What follows belongs to an exercise in optimizing a design on an open flow for small area, a short achievable clock period and few clock cycles per item; a production flow would make more cautious choices. Where RTL was checked, it was by simulation tests only, not by an equivalence proof against the original. Power figures rest on the tool's default switching activity, not on a simulated workload.

// lattice_interp
module lattice_interp (
  input  wire        clk,
  input  wire        rst,
  input  wire        in_valid,
  input  wire [63:0] in_x,         
  output reg         in_ready,
  output reg         mem_rd,
  output reg  [16:0] mem_addr,
  input  wire [15:0] mem_rdata,    
  output reg         out_valid,
  output reg  [15:0] out_y
);
Size: about 2000 cells after synthesis, roughly 300 flip-flops, roughly 120 I/O pins.
clock: 10.0 ns
lec_check: 0
cap_margin: 20
core_margin: 2
core_utilization: 40
cts_buf_list: sky130_fd_sc_hd__clkbuf_16
cts_cluster_diameter: 80
cts_cluster_size: 25
slew_margin: 20
synth_hierarchical: 1
standard.sh (not shown) runs the stock make flow with config.mk's settings and CLKGATE_MAP_FILE= SYNTH_SCRIPT=/design/flow/synth_recipe.tcl, a recipe that flattens the netlist after the stock synthesis.
==> flow/flow/run.sh <==
#!/bin/bash
# Standard layout, with plain buffers (buf_2) on the ports instead of the
# delay buffers the port-buffering step picks by default, and timing repair
# aiming at a shorter period than the 10 ns clock.
set -euo pipefail
bash standard.sh "BUFFER_PORTS_ARGS=-buffer_cell sky130_fd_sc_hd__buf_2" SETUP_SLACK_MARGIN=6.6 finish > standard.log 2>&1
==> next run, changes <==
--- a/flow/flow/run.sh
+++ b/flow/flow/run.sh
@@ -5,2 +5,2 @@
 set -euo pipefail
-bash standard.sh "BUFFER_PORTS_ARGS=-buffer_cell sky130_fd_sc_hd__buf_2" SETUP_SLACK_MARGIN=6.6 finish > standard.log 2>&1
+bash standard.sh "BUFFER_PORTS_ARGS=-buffer_cell sky130_fd_sc_hd__buf_2" SETUP_SLACK_MARGIN=6.3 finish > standard.log 2>&1
=>
- count of clock-buffer cells in the layout is unchanged
- sequential cell count does not change
- setup slack barely changes
- fmax is about the same
- core utilization falls by 1.2 points
- wire length goes down by 0.81%
- power shrinks by 2.3%
- via count goes down by 1.3%
- design area drops by 2.6%
- die area stays the same
- hold slack gets better by 0.0050 ns
Function was not checked in any run of this note: the RTL went through the layout flow alone.

== alpha ==
Another version of the RTL of lattice_interp (not shown whole).
Size: ~2,000 cells after synthesis, roughly 300 flip-flops, about 120 I/O pins, about 0.022 mm² of cells after synthesis.
==> flow/config.mk <==
export PLATFORM = sky130hd
export DESIGN_NAME = lattice_interp
export DESIGN_NICKNAME = lattice_interp
export VERILOG_FILES = /design/flow/design.v
export SDC_FILE = /design/flow/constraint.sdc
export NUM_CORES = 4
export LEC_CHECK = 0
export CAP_MARGIN = 20
export CORE_MARGIN = 2
export CORE_UTILIZATION = 40
export CTS_BUF_LIST = sky130_fd_sc_hd__clkbuf_16
export CTS_CLUSTER_DIAMETER = 90
export CTS_CLUSTER_SIZE = 30
export PLACE_DENSITY = 0.75
export SLEW_MARGIN = 20
export SYNTH_HIERARCHICAL = 1
==> flow/constraint.sdc <==
create_clock -name core_clock -period 10.0 [get_ports {clk}]
set_input_delay 2.0000 -clock core_clock [delete_from_list [all_inputs] [get_ports {clk}]]
set_output_delay 2.0000 -clock core_clock [all_outputs]
set_load 0.01 [all_outputs]
==> flow/flow/run.sh <==
#!/bin/bash
# Standard layout, with plain buffers (buf_1) on the ports instead of the
# delay buffers the port-buffering step picks by default, and timing repair
# aiming at a shorter period than the 10 ns clock.
set -euo pipefail
bash standard.sh "BUFFER_PORTS_ARGS=-buffer_cell sky130_fd_sc_hd__buf_1" SETUP_SLACK_MARGIN=6.5 finish > standard.log 2>&1
Having completed the whole flow, alpha delivered a layout that passed the timing, design-rule and antenna checks.
Testbench counts of alpha, summed over its fixed seeds: cycles 8,968, items 2,048.
#### Input delta (beta over alpha)
Settings: PLACE_DENSITY: 0.75 -> unset; CTS_CLUSTER_DIAMETER: 90 -> 80; CTS_CLUSTER_SIZE: 30 -> 25.
==> flow/flow/run.sh <==
#!/bin/bash
# Standard layout, with plain buffers (buf_2) on the ports instead of the
# delay buffers the port-buffering step picks by default, and timing repair
# aiming at a shorter period than the 10 ns clock.
set -euo pipefail
bash standard.sh "BUFFER_PORTS_ARGS=-buffer_cell sky130_fd_sc_hd__buf_2" SETUP_SLACK_MARGIN=6.3 finish > standard.log 2>&1
Looking at cell area, beta sits about 0.5% above alpha. The capture point of the critical path comes out accn_c[14] in one run and accn_c[20] in the other, namely in alpha and beta respectively. Looking at startpoint of the worst setup timing path, the w2[1] result is from alpha; the bneg[3] one comes from beta. Of beta and alpha, the run reporting the higher area overhead of the layout relative to synthesis was beta. beta vs. alpha: power density of the placed cells down about 1%; all-layer global routing usage down 0.27 points.
The inputs of gamma differ from those of beta as listed below.
--- a/flow/flow/run.sh
+++ b/flow/flow/run.sh
@@ -5,2 +5,2 @@
 set -euo pipefail
-bash standard.sh "BUFFER_PORTS_ARGS=-buffer_cell sky130_fd_sc_hd__buf_2" SETUP_SLACK_MARGIN=6.3 finish > standard.log 2>&1
+bash standard.sh "BUFFER_PORTS_ARGS=-buffer_cell sky130_fd_sc_hd__buf_2" SETUP_SLACK_MARGIN=6.9 finish > standard.log 2>&1
### Flow results
Taking gamma over beta, the net switching power ratio works out to 1.05. Going from beta to gamma, the clock network fraction of design power was found to have gone down by 1.6 points. Taking beta as the reference, in gamma overall die width now sits at about the same level, clock power now sits lower, wire length now sits higher.
#### Input delta (delta over gamma)
Settings: a change of CTS_CLUSTER_SIZE from 25 to 30; a change of CTS_CLUSTER_DIAMETER from 80 to 90.
==> flow/flow/run.sh <==
#!/bin/bash
# Standard layout, with plain buffers (buf_1) on the ports instead of the
# delay buffers the port-buffering step picks by default, and timing repair
# aiming at a shorter period than the 10 ns clock.
set -euo pipefail
bash standard.sh "BUFFER_PORTS_ARGS=-buffer_cell sky130_fd_sc_hd__buf_1" SETUP_SLACK_MARGIN=6.7 finish > standard.log 2>&1
[summary]
gamma completed every stage of the flow, and the final layout passed the timing, design-rule and antenna checks.
Having completed the whole flow, delta delivered a layout that passed the timing, design-rule and antenna checks.
Maximum clock rate in delta vs gamma: down 0.0024 GHz
gamma has a higher total detailed-routing wirelength than delta.
Going from gamma to delta, maximum number of pins on one net before global-route repair grows by 1.
Quantity of gates resized following cts shrinks by more than 10% when moving from gamma to delta.
On worst-case vdd ir drop, gamma loses to delta.
Clock skew was higher in delta than in gamma.
gamma has higher core utilization than delta.

==> afterwards: timing with drivers on the ports <==
Ports are ideal in the flow. The routed layouts listed here were re-timed in OpenROAD.
Step 1 (the two cells are an assumption about what drives the block):
set clk [get_ports {clk}]
set_driving_cell -lib_cell sky130_fd_sc_hd__clkbuf_16 $clk
set_driving_cell -lib_cell sky130_fd_sc_hd__buf_2 [delete_from_list [all_inputs] $clk]
Step 2 adds t to the input delays and takes it off the output delays; t is the mean of the earliest and latest rising clock arrival at the registers after step 1. Input paths then give back, and output paths get back, about the clock's delay inside the block.
Three values: ideal, step 1, step 2; two values: the first two.
run	t, ns	setup slack, ns	worst data-port slew with drivers (ns)
the first run of note 1	0.621	6.347 / 6.347 / 6.347	0.10
the second run of note 1	0.596	6.344 / 6.344 / 6.267	0.11
alpha	0.605	6.587 / 6.587 / 6.569	0.12
beta	0.611	6.422 / 6.422 / 6.422	0.10
gamma	0.611	6.690 / 6.690 / 6.499	0.10
delta	0.601	6.664 / 6.664 / 6.410	0.11
After both steps setup and hold are still met in every run listed. For delta, which loses most, drivers alone change the setup slack by 0.000 ns; drivers and shift together by -0.254 ns.
